From an optimization exercise on the open Yosys and OpenROAD flow, aimed at small area, a short achievable clock period and few clock cycles; shortcuts taken in it are not production practice. Where RTL was checked, it was by simulation tests only, not by an equivalence proof against the original.

## v6
## ce_update
module ce_update (
    input  wire         clk,
    input  wire         rst,
    input  wire         start,
    output reg          done,
    input  wire [1:0]   law,
    input  wire [1:0]   nbq,
    input  wire [15:0]  e,
    input  wire [255:0] s_in,
    input  wire [16:0]  umod,
    input  wire [15:0]  tco,
    input  wire [7:0]   tref,
    input  wire [7:0]   t,
    input  wire [7:0]   damp,
    input  wire         dith_en,
    input  wire         wd,
    input  wire         ho,
    input  wire [17:0]  ff,
    input  wire [17:0]  lr,
    input  wire [639:0] coef,
    input  wire [15:0]  kph,
    input  wire [15:0]  gout,
    input  wire [31:0]  rgout,
    input  wire [15:0]  kb,
    input  wire [16:0]  win,
    output wire [255:0] s_out,
    output reg  [31:0]  w,
    output reg  [16:0]  ul,
    output reg  [16:0]  ucmd,
    output reg  [7:0]   dh
);
Settings: LEC_CHECK=0, CAP_MARGIN=20, CORE_MARGIN=2, CORE_UTILIZATION=30, PLACE_DENSITY=0.5, SLEW_MARGIN=20, SYNTH_HIERARCHICAL=1; clock period 18.0 ns.
run.sh (not shown) runs the stock make flow with config.mk's settings and CLKGATE_MAP_FILE= SYNTH_SCRIPT=/design/flow/synth_recipe.tcl, a recipe that flattens the netlist after the stock synthesis.
[inputs] v7 vs v6
diff --git a/flow/design.v b/flow/design.v
--- a/flow/design.v
+++ b/flow/design.v
@@ -68,20 +68,19 @@
     wire       law2   = (law_r == 2'd2);
     wire [2:0] core_n = (law_r == 2'd0) ? 3'd4 : 3'd6;
     reg  [2:0]  psel, psel_r;
     reg  [66:0] pre;
     wire [66:0] mac_s, mac_c;
     wire [66:0] mac = mac_s + mac_c;
-    wire [31:0] base = law2 ? s_r[{nbq_r, 1'b0}] : w;
     always @(*) begin
         case (psel_r)
             P_ACC:   pre = acc;
             P_RND:   pre = 67'd1 << 27;
             P_R23:   pre = 67'd1 << 23;
             P_R22:   pre = 67'd1 << 22;
-            P_BASE:  pre = {{20{base[31]}}, base, 15'd0};
+            P_BASE:  pre = {{20{v_r[31]}}, v_r, 15'd0};    
             default: pre = 67'd0;
         endcase
     end
     wire m_1 = (b_one[0] & opa[0]) ^ b_neg[0];
     wire m_2 = ((b_one[0] & opa[1]) | (b_two[0] & opa[0])) ^ b_neg[0];
     wire m_3 = ((b_one[0] & opa[2]) | (b_two[0] & opa[1])) ^ b_neg[0];
@@ -2352,13 +2351,16 @@
                     w <= r28;
             end
             ST_DU: begin
                 ul   <= ul_n;
                 ucmd <= ucmd_n;
             end
-            ST_T2: dh <= dh_n;
+            ST_T2: begin
+                dh  <= dh_n;
+                v_r <= law2 ? s_r[{nbq_r, 1'b0}] : w;
+            end
             ST_T3: begin
                 if (law_r == 2'd0) begin
                     s_r[0] <= x;
                     s_r[1] <= sw[0];
                     s_r[3] <= sw[2];
                     s_r[4] <= 32'd0;
--- outcome ---
- Relative to v6, core utilization has gone down in v7.
- In v7, the via count came out 891 below the value in v6.
- Maximum number of pins on one net before global-route repair in v7 is 6.2% lower than in v6
- The cell count of the worst reg-to-reg path reported for v7 is smaller than that of v6 by 3.
- On number of global-route vias before repair, the higher figure sits with v6, not v7.
Testbench counts of v7, summed over its fixed seeds: cycles 29,468.
No functional check of the RTL was part of v6.

* * *

run a:
Another version of the RTL of ce_update (not shown whole).
For scale: ~10000 cells after synthesis, ~1400 I/O pins.
clock: 18.0 ns
lec_check: 0
abc_area: 1
cap_margin: 35
core_margin: 2
core_utilization: 30
place_density: 0.5
slew_margin: 20
synth_hierarchical: 1
standard.sh (not shown) runs the stock make flow with config.mk's settings and CLKGATE_MAP_FILE= SYNTH_SCRIPT=/design/flow/synth_recipe.tcl, a recipe that flattens the netlist after the stock synthesis.
==> flow/flow/run.sh <==
#!/bin/bash
# The standard flow (standard.sh: unchanged synthesis, floorplan, placement,
# CTS, routing) with a larger setup-repair target (SETUP_SLACK_MARGIN), so that
# repair_timing keeps improving the paths that set the achieved period.
# Port buffers use the smallest buffer cell.  The SDC is not changed.
set -eo pipefail
export BUFFER_PORTS_ARGS="-buffer_cell sky130_fd_sc_hd__buf_1"
SETUP_SLACK_MARGIN=11 bash standard.sh > standard.log 2>&1
Testbench counts of run a, summed over its fixed seeds: cycles 29,468.
Inputs modified between run a and run b:
--- a/flow/design.v
+++ b/flow/design.v
@@ -37,24 +37,25 @@
                      ST_DU   = 4'd5,    
                      ST_T2   = 4'd6,    
                      ST_T3   = 4'd7,    
                      ST_BQS  = 4'd8;    
     localparam [2:0] P_ACC = 3'd0, P_RND = 3'd1, P_R23 = 3'd2, P_R31 = 3'd3,
                      P_ZERO = 3'd4, P_BASE = 3'd5, P_PS = 3'd6;
     localparam [2:0] A_COEF = 3'd0, A_WBYP = 3'd1, A_WREG = 3'd2, A_R28 = 3'd3,
                      A_KPH = 3'd4, A_RGOUT = 3'd5, A_DW = 3'd6;
     localparam [3:0] B_X = 4'd0, B_S = 4'd1, B_V = 4'd2, B_R28 = 4'd3, B_WREG = 4'd4,
                      B_DU = 4'd5, B_GOUT = 4'd6, B_KB = 4'd7, B_C28 = 4'd8;
     reg  [3:0]  st;
     reg  [1:0]  ph;                   
+    reg         dh_t3;                
     reg  [2:0]  k;
     reg  [1:0]  sec;
     reg  [1:0]  law_r, nbq_r;
     reg  [32:0] opa, opa2;
     reg  [16:0] b_one, b_two, b_neg;
     reg         b_one17;
     reg  [66:0] acc;
     reg  [31:0] v_r;
     reg  [31:0] s_r [0:7];
     wire [31:0] x = {{7{e[15]}}, e, 9'b0};
     wire [31:0] sw [0:7];
     wire [31:0] cw [0:19];
@@ -2090,25 +2091,25 @@
                     bsel = B_X;
                     psel = P_R31;
                 end
             end
             ST_T1R: begin
                 asel = A_KPH;
                 bsel = B_X;
                 psel = P_R31;
             end
             ST_DU: begin
                 asel = A_RGOUT;
                 bsel = B_DU;
-                psel = P_ZERO;
+                psel = (below | above) ? P_ZERO : P_BASE;
             end
             ST_T2: begin
                 asel = A_DW;
                 bsel = B_KB;
                 psel = P_BASE;
             end
             default: ;
         endcase
     end
     wire [31:0] cword = cw[cidx];
     reg  [32:0] opa_n;
     always @(*) begin
@@ -2156,25 +2157,25 @@
             st   <= ST_IDLE;
             done <= 1'b0;
         end else begin
             done <= (st == ST_T3);
             case (st)
                 ST_IDLE: if (start) st <= (law == 2'd2) ? ST_BQ : ST_CORE;
                 ST_CORE: if (k == core_n) st <= ST_T1;
                 ST_BQ:   if (k == 3'd4 && sec == nbq_r) st <= ST_T1;
                          else if ((k == 3'd0 && !f0) || (k == 3'd2 && !f1)) st <= ST_BQS;
                 ST_BQS:  if (ph[0]) st <= ST_BQ;
                 ST_T1:   st <= (!law2 && r28_sat) ? ST_T1R : ST_DU;
                 ST_T1R:  st <= ST_DU;
-                ST_DU:   st <= ST_T2;
+                ST_DU:   st <= (below | above) ? ST_T2 : ST_T3;
                 ST_T2:   st <= ST_T3;
                 default: st <= ST_IDLE;
             endcase
         end
     end
     always @(posedge clk) begin
         case (st)
             ST_IDLE: begin
                 k     <= 3'd0;
                 sec   <= 2'd0;
                 law_r <= law;
                 nbq_r <= nbq;
@@ -2200,31 +2201,34 @@
                 end
             end
             ST_BQS: ph <= ph + 2'd1;
             ST_T1: begin
                 if (law2)
                     s_r[{nbq_r, 1'b1}] <= r28;
                 else begin
                     w   <= r28;
                     v_r <= r28;
                 end
             end
             ST_DU: begin
-                ul   <= ul_n;
-                ucmd <= ucmd_n;
+                ul    <= ul_n;
+                ucmd  <= ucmd_n;
+                dh_t3 <= ~(below | above);
             end
             ST_T2: begin
                 dh  <= dh_n;
             end
             ST_T3: begin
+                if (dh_t3)
+                    dh <= dh_n;               
                 if (law_r == 2'd0) begin
                     s_r[0] <= x;
                     s_r[1] <= sw[0];
                     s_r[3] <= sw[2];
                     s_r[4] <= 32'd0;
                     s_r[5] <= 32'd0;
                     s_r[6] <= 32'd0;
                     s_r[7] <= 32'd0;
                 end else if (law2) begin
                     if (nbq_r == 2'd0) begin
                         s_r[2] <= 32'd0;
                         s_r[3] <= 32'd0;
- The flow completed for run b, but it is not clean: the layout still shows antenna rules.
- Delta (run b minus run a): setup slack went up by 0.088 ns, number of enable flip-flop cells after synthesis went up by about 0.3%, sequential cell count was more or less identical.
- Wire: run b routes more than run a
- Run b against run a: first-pass iteration count of the detailed router +1; pin count of the biggest net entering global routing now larger.
- The final core utilization on run b is in line with that on run a.
- In the reports for run a and run b, the smaller fmax belongs to run a.
- Routability-driven placement congestion ratio grows slightly when moving from run a to run b.
- Compared with run a, run b shows final design instance area without fill that has gone down slightly.
- Between run a and run b, clock buffer instance count of the final layout is higher for run b, run a comes in under that.
- Antenna violation net count after detailed routing, run a and run b, higher one = run b.
Testbench counts of run b, summed over its fixed seeds: cycles 29,269.

* * *

the reference run:
Another version of the RTL of ce_update (not shown whole).
Size in the first run: about 10000 cells after synthesis, roughly 690 flip-flops, about 1400 I/O pins.
==> flow/config.mk <==
export PLATFORM = sky130hd
export DESIGN_NAME = ce_update
export DESIGN_NICKNAME = ce_update
export VERILOG_FILES = /design/flow/design.v
export SDC_FILE = /design/flow/constraint.sdc
export NUM_CORES = 8
export LEC_CHECK = 0
export ABC_AREA = 1
export CAP_MARGIN = 35
export CORE_MARGIN = 2
export CORE_UTILIZATION = 30
export PLACE_DENSITY = 0.5
export SLEW_MARGIN = 20
export SYNTH_HIERARCHICAL = 1
==> flow/constraint.sdc <==
create_clock -name core_clock -period 18.0 [get_ports {clk}]
set_input_delay 3.6000 -clock core_clock [delete_from_list [all_inputs] [get_ports {clk}]]
set_output_delay 3.6000 -clock core_clock [all_outputs]
set_load 0.01 [all_outputs]
==> flow/flow/run.sh <==
#!/bin/bash
# The standard flow (standard.sh: unchanged synthesis, floorplan, placement,
# CTS, routing) with a larger setup-repair target (SETUP_SLACK_MARGIN), so that
# repair_timing keeps improving the paths that set the achieved period.
# Port buffers use the smallest buffer cell.  The SDC is not changed.
# If detailed routing leaves an antenna violation that its repair cannot fix,
# the layout is made again with the repair target nudged (which moves cells
# and so the routing), at most twice.
set -eo pipefail
export BUFFER_PORTS_ARGS="-buffer_cell sky130_fd_sc_hd__buf_1"
ANT=orfs/reports/sky130hd/ce_update/base/drt_antennas.log
try=0
for margin in 11.02 10.98 11.04; do
  try=$((try + 1))
  rm -rf orfs out/final.def
  SETUP_SLACK_MARGIN=$margin bash standard.sh > standard_try$try.log 2>&1
  if ! grep -q VIOLATED "$ANT"; then
    break
  fi
  cp "$ANT" antenna_violations_try$try.log
done
Input-level comparison between the trial run and the reference run:
--- a/flow/design.v
+++ b/flow/design.v
@@ -1967,19 +1967,19 @@
     wire [16:0] ul_n = below ? lo_r : above ? hi_r : uu[16:0];
     wire [24:0] du = (below | above) ? dlim : 25'd0;
     wire signed [18:0] ud = $signed({2'b00, ul_n}) + (wd ? $signed({11'd0, damp}) : -$signed({11'd0, damp}));
     wire [16:0] ucmd_n = !dith_en ? ul_n : ud[18] ? 17'd0 : ud[17] ? 17'h1ffff : ud[16:0];
     wire signed [9:0] dq = acc[41:32];
     wire [7:0] dh_n = !ho ? 8'd0 : (dq > 10'sd102) ? 8'd102 : (dq < -10'sd102) ? 8'h9a : dq[7:0];
     wire        h_sat = ~(&acc[66:46] | ~|acc[66:46]);
-    wire [31:0] hsat = acc[66] ? 32'h80000000 : 32'h7fffffff;
+    wire [31:0] hist = h_sat ? (acc[66] ? 32'h80000000 : 32'h7fffffff) : acc[46:15];
     wire [2:0]  hword = (law_r == 2'd0) ? 3'd2 : law2 ? {nbq_r, 1'b0} : 3'd3;
     generate
         for (gi = 0; gi < 8; gi = gi + 1) begin : g_sout
-            assign s_out[32*gi +: 32] = (hword == gi && h_sat) ? hsat : s_r[gi];
+            assign s_out[32*gi +: 32] = (hword == gi) ? hist : s_r[gi];
         end
     endgenerate
     wire [9:0]  dt = {{2{t[7]}}, t} - {{2{tref[7]}}, tref};
     reg  [9:0]  dt_r;
     reg  [2:0]  mcnt;
     reg  [16:0] phi;                  
     reg  [1:0]  plow;                 
@@ -2121,26 +2121,26 @@
             B_WREG:  b_n = {w[31], w};
             B_DU:    b_n = {{8{du[24]}}, du};
             default: b_n = {17'd0, gout};
         endcase
     end
     wire [36:0] bx = (bsel == B_KB) ? {2'b00, kb, 2'b00, kb, 1'b0}
                                     : {{3{b_n[32]}}, b_n, 1'b0};
-    reg  [66:0] pre_n;
+    reg  [66:0] pre_k;                
     always @(*) begin
         case (psel)
-            P_ACC:   pre_n = mac;
-            P_RND:   pre_n = 67'd1 << 27;
-            P_R23:   pre_n = 67'd1 << 23;
-            P_R31:   pre_n = 67'd1 << 31;
-            P_BASE:  pre_n = {{20{v_r[31]}}, v_r, 15'd0};    
-            P_PS:    pre_n = {{7{s_sel[31]}}, s_sel, 28'h8000000};
-            default: pre_n = 67'd0;
+            P_RND:   pre_k = 67'd1 << 27;
+            P_R23:   pre_k = 67'd1 << 23;
+            P_R31:   pre_k = 67'd1 << 31;
+            P_BASE:  pre_k = {{20{v_r[31]}}, v_r, 15'd0};    
+            P_PS:    pre_k = {{7{s_sel[31]}}, s_sel, 28'h8000000};
+            default: pre_k = 67'd0;
         endcase
     end
+    wire [66:0] pre_n = (psel == P_ACC) ? mac : pre_k;
     integer j;
     always @(posedge clk) begin
         pre <= pre_n;
         acc  <= mac;
         opa  <= opa_n;
         opa2 <= (asel == A_DW) ? {{2{mac[56]}}, mac[56:40], 14'd0} : opa_n;
         for (j = 0; j < 17; j = j + 1) begin
@@ -2212,15 +2212,14 @@
                 ucmd  <= ucmd_n;
                 dh_t3 <= ~(below | above);
             end
             ST_T2: begin
                 dh  <= dh_n;
             end
             ST_T3: begin
-                s_r[hword] <= mac[46:15];         
                 if (dh_t3)
                     dh <= dh_n;               
                 if (law_r == 2'd0) begin
                     s_r[0] <= x;
                     s_r[1] <= sw[0];
                     s_r[3] <= sw[2];
                     s_r[4] <= 32'd0;
Notes after the runs:
Looking at via count across the reference run and the trial run, the one that comes out higher is the trial run. The area of the multi-input gates number comes out higher for the trial run vs the reference run. Number of flops mapped to enable cells by yosys of the reference run is on par with the trial run. Relative to the reference run, the trial run degrades final worst clock skew. The final reports for the trial run and the reference run show minimum clock period lower in the former.
No functional check of the RTL was part of any run of this note.

==> afterwards: timing with drivers on the ports <==
Ports are ideal in the flow. The routed layouts listed here were re-timed in OpenROAD. Step 1 sets driving cells, clkbuf_16 on the clock port and buf_2 on the other inputs (assumed; they add their load-dependent delay and slew). Step 2 times the ports against the registers' clock, not the clock port: input delays grow and output delays shrink by t, the midpoint of the rising clock arrivals with the driver on. a / b / c = no drivers / after step 1 / after step 2; a / b = the first two.
| run | shift t [ns] | slack for setup (ns) | hold slack, ns | worst data-port slew with drivers (ns) |
|---|---|---|---|---|
| v6 | 0.865 | 8.594 / 8.486 / 9.086 | 0.469 / 0.469 / 0.469 | 0.41 |
| v7 | 0.875 | 8.758 / 8.758 / 8.758 | 0.472 / 0.472 / 0.472 | 0.49 |
| run a | 0.834 | 10.927 / 10.845 / 10.472 | 0.479 / 0.479 / 0.479 | 0.45 |
| run b | 0.854 | 11.015 / 10.911 / 10.424 | 0.486 / 0.486 / 0.486 | 0.39 |
| the reference run | 0.857 | 10.881 / 10.881 / 10.532 | 0.481 / 0.481 / 0.481 | 0.26 |
| the trial run | 0.842 | 10.953 / 10.849 / 10.485 | 0.480 / 0.480 / 0.480 | 0.41 |
The setup slack of run b, which loses most, moves by -0.104 ns with the drivers and by -0.591 ns with both steps.
